What follows belongs to an exercise in optimizing a design on an open flow for small area, a short achievable clock period and few clock cycles per item; a production flow would make more cautious choices.
Function was checked by simulation only, so behaviour that the tests miss may differ from the original.
Power is estimated from default activity; no workload was simulated.

==> v38: inputs <==
==> flow/design.v (excerpt) <==
module press_f0_enc (
    input  wire        clk,
    input  wire        rst,
    input  wire        in_valid,
    output wire        in_ready,
    input  wire [31:0] in_data,
    input  wire        in_first,
    input  wire        in_last,
    input  wire [31:0] in_base,
    input  wire [31:0] in_first_run,
    output wire        out_valid,
    input  wire        out_ready,
    output wire [31:0] out_data,
    output wire        out_last,
    output wire [31:0] out_bits
);
    localparam [1:0] CV = 2'd0, CB = 2'd1, CH = 2'd2;           
    localparam [1:0] KV = 2'd0, KS = 2'd1, KB = 2'd2, KH = 2'd3;  
    function [31:0] pfx_or;              
        input [31:0] x;
        reg [31:0] y;
        integer s, i;
        begin
            y = x;
            for (s = 1; s < 32; s = s * 2)
                for (i = 2 * s - 1; i < 32; i = i + 2 * s) y[i] = y[i] | y[i - s];
            for (s = 8; s >= 1; s = s / 2)
                for (i = 3 * s - 1; i < 32; i = i + 2 * s) y[i] = y[i] | y[i - s];
            pfx_or = y;
        end
    endfunction
    function [4:0] enc32;                
        input [31:0] oh;
        integer i;
        begin
            enc32 = 5'd0;
            for (i = 0; i < 32; i = i + 1)
                if (oh[i]) enc32 = enc32 | i[4:0];
        end
    endfunction
    function [5:0] popcount;
        input [31:0] v;
  ...
Settings: LEC_CHECK=0, CAP_MARGIN=20, CORE_MARGIN=2, CORE_UTILIZATION=40, PLACE_DENSITY=0.6, SLEW_MARGIN=20; clock period 12.0 ns.
run.sh (not shown) runs the stock make flow with config.mk's settings and CLKGATE_MAP_FILE= SYNTH_SCRIPT=/design/flow/synth_recipe.tcl, a recipe that flattens the netlist after the stock synthesis.
==> v20: changes against v38 <==
--- a/flow/design.v
+++ b/flow/design.v
@@ -179,30 +179,49 @@
                        (({26'd0, pcL} << (qMf[4:0] + 5'd1)) | ~(32'hFFFF_FFFF << qMf[4:0]));
     wire [4:0]  qG   = g >> kG;
     wire        escG = (qG >= 5'd24);
     wire [5:0]  lenG = escG ? 6'd56 : ({1'b0, qG} + 6'd1 + {3'd0, kG});
     wire [4:0]  gL   = g & ~(5'h1F << kG);
     wire [31:0] valG = escG ? {3'b000, g, 24'hFF_FFFF} :
                        (({27'd0, gL} << (qG + 5'd1)) | ~(32'hFFFF_FFFF << qG));
-    wire        split_a = is_v && hasm && hasg && ((qMf >= 6'd10) || (qG >= 5'd10));
+    wire        bigM    = (kM == 3'd0) ? (pc >= 6'd10) : ((kM == 3'd1) && (pc >= 6'd20));
+    wire        bigG    = (kG == 3'd0) ? (g >= 5'd10)  : ((kG == 3'd1) && (g >= 5'd20));
+    wire        split_a = is_v && hasm && hasg && (bigM || bigG);
     wire        useg    = is_v && hasg && !split_a;
     wire [4:0]  offG    = lenM[4:0] + 5'd1;
     wire [32:0] valMG   = (hasm ? {valM, 1'b0} : 33'd0) |
                           (useg ? (hasm ? ({17'd0, valG[15:0]} << offG) : {1'b0, valG}) : 33'd0);
     wire [5:0]  lenMG   = (hasm ? lenM + 6'd1 : 6'd0) + (useg ? lenG : 6'd0);
-    wire [11:0] aG_p = {1'b0, aG} + {7'd0, g};
-    wire [10:0] A1   = !useg ? aG : ((nG == 5'd31) ? aG_p[11:1] : aG_p[10:0]);
-    wire [4:0]  N1   = !useg ? nG : ((nG == 5'd31) ? 5'd16 : nG + 5'd1);
-    wire [5:0]  N1m  = {1'b0, N1} + {1'b0, m};
-    wire        zrun = is_v && !split_a;
-    wire        split_b = zrun && (N1m > 6'd32);
-    wire [4:0]  zc   = !zrun ? 5'd0 : (split_b ? (5'd0 - N1) : m);    
-    wire [5:0]  N2s  = {1'b0, N1} + {1'b0, zc};
-    wire [10:0] A2   = (N2s == 6'd32) ? {1'b0, A1[10:1]} : A1;
-    wire [4:0]  N2   = (N2s == 6'd32) ? 5'd16 : N2s[4:0];
+    wire [11:0] aG_p  = {1'b0, aG} + {7'd0, g};
+    wire [10:0] A1g   = (nG == 5'd31) ? aG_p[11:1] : aG_p[10:0];
+    wire [11:0] aG_pm = {1'b0, aG} + {7'd0, g} - 12'd1;
+    wire [10:0] A1gm1 = (nG == 5'd31) ? (aG_p[11:1] - 11'd1) : aG_pm[10:0];
+    wire [4:0]  N1g   = (nG == 5'd31) ? 5'd16 : nG + 5'd1;
+    wire [5:0]  Ngm   = (nG == 5'd31) ? {1'b0, 5'd16} + {1'b0, m} : {1'b0, nG} + {1'b0, m} + 6'd1;
+    wire [5:0]  Nnm   = {1'b0, nG} + {1'b0, m};
+    wire        hvg   = (Ngm >= 6'd32);
+    wire        hvn   = (Nnm >= 6'd32);
+    wire [10:0] A2g   = hvg ? {1'b0, A1g[10:1]} : A1g;
+    wire [10:0] A2n   = hvn ? {1'b0, aG[10:1]} : aG;
+    wire [4:0]  N2g   = hvg ? 5'd16 : Ngm[4:0];
+    wire [4:0]  N2n   = hvn ? 5'd16 : Nnm[4:0];
+    wire [4:0]  zcg   = hvg ? (5'd0 - N1g) : m;
+    wire [4:0]  zcn   = hvn ? (5'd0 - nG) : m;
+    wire [2:0]  kG2g  = kfun({16'd0, A2g}, N2g);
+    wire [2:0]  kG2n  = kfun({16'd0, A2n}, N2n);
+    wire        zrun  = is_v && !split_a;
+    wire [10:0] A1    = useg ? A1g : aG;
+    wire [10:0] A1m1  = useg ? A1gm1 : (aG - 11'd1);
+    wire [4:0]  N1    = useg ? N1g : nG;
+    wire        hv    = useg ? hvg : hvn;
+    wire        split_b = zrun && (useg ? (Ngm > 6'd32) : (Nnm > 6'd32));
+    wire [4:0]  zc    = !zrun ? 5'd0 : (useg ? zcg : zcn);
+    wire [10:0] A2    = !zrun ? aG : (useg ? A2g : A2n);
+    wire [4:0]  N2    = !zrun ? nG : (useg ? N2g : N2n);
+    wire [2:0]  kG2   = !zrun ? kG : (useg ? kG2g : kG2n);
     wire [11:0] aM_p = {1'b0, aM} + {6'd0, pc};
     wire        updM = is_v && hasm;
     wire [10:0] aM_n = !updM ? aM : ((nM == 5'd31) ? aM_p[11:1] : aM_p[10:0]);
     wire [4:0]  nM_n = !updM ? nM : ((nM == 5'd31) ? 5'd16 : nM + 5'd1);
     wire [20:0] qSf  = z >> kS;
     wire        escS = (qSf >= 21'd24);
     wire [4:0]  qS   = qSf[4:0];
@@ -218,70 +237,67 @@
     wire        upd_sl = run_s && (rph == 2'd0);
     wire [27:0] aS_p = {1'b0, aS} + {7'd0, z};
     wire [26:0] aS_n = !upd_sl ? aS : ((nS == 5'd31) ? aS_p[27:1] : aS_p[26:0]);
     wire [4:0]  nS_n = !upd_sl ? nS : ((nS == 5'd31) ? 5'd16 : nS + 5'd1);
     wire [16:0] aL_p = {1'b0, aL} + {7'd0, n1};
     wire [15:0] aL_n = !upd_sl ? aL : ((nL == 5'd31) ? aL_p[16:1] : aL_p[15:0]);
     wire [4:0]  nL_n = !upd_sl ? nL : ((nL == 5'd31) ? 5'd16 : nL + 5'd1);
-    reg  [1:0]  rph_n;
-    reg         rmore;
-    always @(*) begin
-        rph_n = 2'd0;
-        rmore = 1'b0;
-        case (rph)
-            2'd0: if (run_s) begin rmore = 1'b1; rph_n = (kS != 5'd0) ? 2'd1 : 2'd2; end
-            2'd1: begin rmore = 1'b1; rph_n = 2'd2; end
-            2'd2: if (kL != 4'd0) begin rmore = 1'b1; rph_n = 2'd3; end
-            default: ;
-        endcase
-    end
+    reg         r_short;
+    wire [1:0]  rph_n = rph + 2'd1;
+    wire        rmore = isrun && ((rph == 2'd0) || (rph == 2'd2) || ((rph == 2'd1) && r_short));
     reg  [32:0] tok_v;
     reg  [5:0]  tok_l;
     always @(*) begin
         case (d_kind)
             KS: begin tok_v = 33'd1;       tok_l = 6'd1;  end
             KB: begin tok_v = {1'b0, d_w}; tok_l = 6'd32; end
             KH: begin
                 case (rph)
                     2'd0: if (run_s) begin tok_v = {thq, 1'b0};   tok_l = {1'b0, qS} + 6'd2; end
                           else       begin tok_v = {d_w, 1'b1};  tok_l = 6'd33; end
-                    2'd1: begin tok_v = {12'd0, zL};   tok_l = {1'b0, kS}; end
+                    2'd1: begin tok_v = {12'd0, zL};   tok_l = r_short ? {1'b0, kS} : 6'd0; end
                     2'd2: begin tok_v = {1'b0, thq};   tok_l = {1'b0, qL} + 6'd1; end
                     default: begin tok_v = {23'd0, nL1}; tok_l = {2'd0, kL}; end
                 endcase
             end
             default: begin tok_v = valMG; tok_l = lenMG; end
         endcase
     end
     wire hold_h = is_h && rmore;
     wire split  = d_valid && (split_a || split_b || hold_h);
     reg        t_valid;
     reg [32:0] t_val;
     reg [5:0]  t_lenc;
-    reg [10:0] t_a1;
-    reg [4:0]  t_n1, t_zc;
+    reg [10:0] t_a1m1;
+    reg        t_anz;
+    reg [4:0]  t_n1m1, t_zc;
     reg        t_last;
+    reg        u_valid;
+    reg [32:0] u_val;
+    reg [7:0]  u_len;
+    reg        u_last;
     reg [31:0] lo, hi;
     reg [8:0]  nb;
     reg [24:0] total;
     reg        flush;
     assign out_valid = flush || (nb >= 9'd32);
     assign out_last  = flush && (nb <= 9'd32);
     assign out_data  = lo;
     assign out_bits  = {7'd0, total};
     wire drain  = out_valid && out_ready;
     wire dlast  = drain && out_last;
-    wire accept = t_valid && !flush && ((nb < 9'd32) || (drain && nb < 9'd64));
-    wire adv    = !t_valid || accept;
+    wire accept = u_valid && !flush && ((nb < 9'd32) || (drain && nb < 9'd64));
+    wire adv_u  = !u_valid || accept;
+    wire adv    = !t_valid || adv_u;
     wire fire   = d_valid && adv;
     wire adv_x  = adv && !split;
     wire ctx_rst = rst || (fire && d_last && !split);
-    wire [10:0] zam1 = t_a1 - 11'd1;
-    wire        za_nz = (t_a1 != 11'd0);
-    wire [4:0]  zn1m1 = t_n1 - 5'd1;
+    wire [10:0] zam1 = t_a1m1;
+    wire        za_nz = t_anz;
+    wire [4:0]  zn1m1 = t_n1m1;
     reg  [4:0]  zcnt [0:4];
     reg  [10:0] zF;
     reg  [6:0]  zd;
     integer zj;
     always @(*) begin
         for (zj = 0; zj < 5; zj = zj + 1) begin
             zF = zam1 >> zj;
@@ -291,15 +307,15 @@
             else if (zd[6] || zd == 7'd0)    zcnt[zj] = 5'd0;
             else if (zd[5:0] >= {1'b0, t_zc}) zcnt[zj] = t_zc;
             else                             zcnt[zj] = zd[4:0];
         end
     end
     wire [7:0] t_len = {2'd0, t_lenc} + {3'd0, t_zc} + {3'd0, zcnt[0]} + {3'd0, zcnt[1]} +
                        {3'd0, zcnt[2]} + {3'd0, zcnt[3]} + {3'd0, zcnt[4]};
-    wire [63:0] ins    = {31'd0, t_val} << nb[4:0];
+    wire [63:0] ins    = {31'd0, u_val} << nb[4:0];
     wire [31:0] keep   = ~(32'hFFFF_FFFF << nb[4:0]);
     wire [31:0] lo_src = drain ? hi : lo;
     wire [31:0] hi_src = drain ? 32'd0 : hi;
     always @(posedge clk) begin
         if (accept) begin
             lo <= (lo_src & keep) | (ins[31:0] & ~keep);
             hi <= ins[63:32];
@@ -310,68 +326,78 @@
     end
     always @(posedge clk) begin
         if (rst) begin
             nb    <= 9'd0;
             total <= 25'd0;
             flush <= 1'b0;
         end else begin
-            nb    <= (drain ? (out_last ? 9'd0 : nb - 9'd32) : nb) + (accept ? {1'b0, t_len} : 9'd0);
-            total <= (dlast ? 25'd0 : total) + (accept ? {17'd0, t_len} : 25'd0);
+            nb    <= (drain ? (out_last ? 9'd0 : nb - 9'd32) : nb) + (accept ? {1'b0, u_len} : 9'd0);
+            total <= (dlast ? 25'd0 : total) + (accept ? {17'd0, u_len} : 25'd0);
             if (dlast)
                 flush <= 1'b0;
-            else if (accept && t_last)
+            else if (accept && u_last)
                 flush <= 1'b1;
         end
     end
     always @(posedge clk) begin
         if (rst) begin
             t_valid <= 1'b0;
-        end else if (adv) begin
-            t_valid <= d_valid;
+            u_valid <= 1'b0;
+        end else begin
+            if (adv)   t_valid <= d_valid;
+            if (adv_u) u_valid <= t_valid;
+        end
+    end
+    always @(posedge clk) begin
+        if (t_valid && adv_u) begin
+            u_val  <= t_val;
+            u_len  <= t_len;
+            u_last <= t_last;
         end
     end
     always @(posedge clk) begin
         if (fire) begin
             t_val  <= tok_v;
             t_lenc <= tok_l;
-            t_a1   <= A1;
-            t_n1   <= N1;
+            t_a1m1 <= A1m1;
+            t_anz  <= (A1 != 11'd0);
+            t_n1m1 <= N1 - 5'd1;
             t_zc   <= zc;
             t_last <= d_last && !split;
         end
     end
-    wire hold_k = d_valid && is_h && isrun;
+    wire        ksl_s = (rph != 2'd3);
+    wire [4:0]  ksl   = kfun(ksl_s ? aS : {11'd0, aL}, ksl_s ? nS : nL);
     always @(posedge clk) begin
         if (ctx_rst) begin
             aM <= 11'd1; nM <= 5'd1; kM <= 3'd0;
             aG <= 11'd1; nG <= 5'd1; kG <= 3'd0;
             aS <= 27'd1; nS <= 5'd1; kS <= 5'd0;
             aL <= 16'd1; nL <= 5'd1; kL <= 4'd0;
         end else begin
-            if (!hold_k) begin
-                kS <= kfun(aS, nS);
-                kL <= kfun({11'd0, aL}, nL);
-            end
+            if (fire && is_h && r_short && (rph == 2'd1)) kS <= ksl;
+            if (fire && is_h && (rph == 2'd3))            kL <= ksl[3:0];
             if (fire) begin
                 aM <= aM_n; nM <= nM_n; kM <= kfun({16'd0, aM_n}, nM_n);
-                aG <= A2;   nG <= N2;   kG <= kfun({16'd0, A2}, N2);
+                aG <= A2;   nG <= N2;   kG <= kG2;
                 aS <= aS_n; nS <= nS_n;
                 aL <= aL_n; nL <= nL_n;
             end
         end
     end
     always @(posedge clk) begin
         if (rst) begin
             d_valid <= 1'b0;
             rph     <= 2'd0;
         end else if (adv) begin
             if (split) begin
                 d_first <= 1'b0;
                 if (hold_h) begin
                     rph <= rph_n;
+                    if (rph == 2'd0) r_short <= run_s;
                 end else begin
                     d_aux[20] <= 1'b0;
                     if (!split_a) begin
                         d_aux[19]  <= 1'b0;
                         d_aux[4:0] <= m - zc;
                     end
                 end
ABC_CLOCK_PERIOD_IN_PS = 6000   (was default)
SETUP_SLACK_MARGIN = 5   (was default)
==> summary of the runs <==
- Clock skew: v20 is higher than v38 (38 ps).
- Of v20 and v38, v38 has the higher combinational power (gap about 20%, measured against v38).
- Between v20 and v38, the lower utilization is in v38 (gap 0.27 points).
- Against v20, the worst hold slack of v38 is better by 120 ps.
Testbench counts of v38, summed over its fixed seeds: cycles 227,291, items 152,338.
Testbench counts of v20, summed over its fixed seeds: cycles 231,298, items 152,338.

what the ideal ports hide:
In the flow no input, the clock included, has a driving cell. The finished layouts below were timed again as built, in two steps.
Step 1, drivers: a clkbuf_16 drives clk and a buf_2 each remaining input, both assumed.
Step 2 also shifts input and output timing later by t, the mid clock arrival at the registers, as if the neighbouring blocks saw the same clock.
Slacks: ideal ports / drivers / drivers and shift; pairs: ideal ports / drivers.
| run | t (ns) | setup WS [ns] | hold slack, ns | clock arrival spread, ns | pins driven straight from the clock port |
|---|---|---|---|---|---|
| v38 | 0.731 | 0.992 / 0.992 / 0.992 | 0.481 / 0.481 / 0.481 | 0.028 / 0.028 | 1 |
| v20 | 0.758 | 5.041 / 5.041 / 4.451 | 0.360 / 0.360 / 0.360 | 0.072 / 0.072 | 1 |
After both steps every run listed still meets setup and hold. The setup slack of v20, which loses most, moves by 0.000 ns with the drivers and by -0.590 ns with both steps.
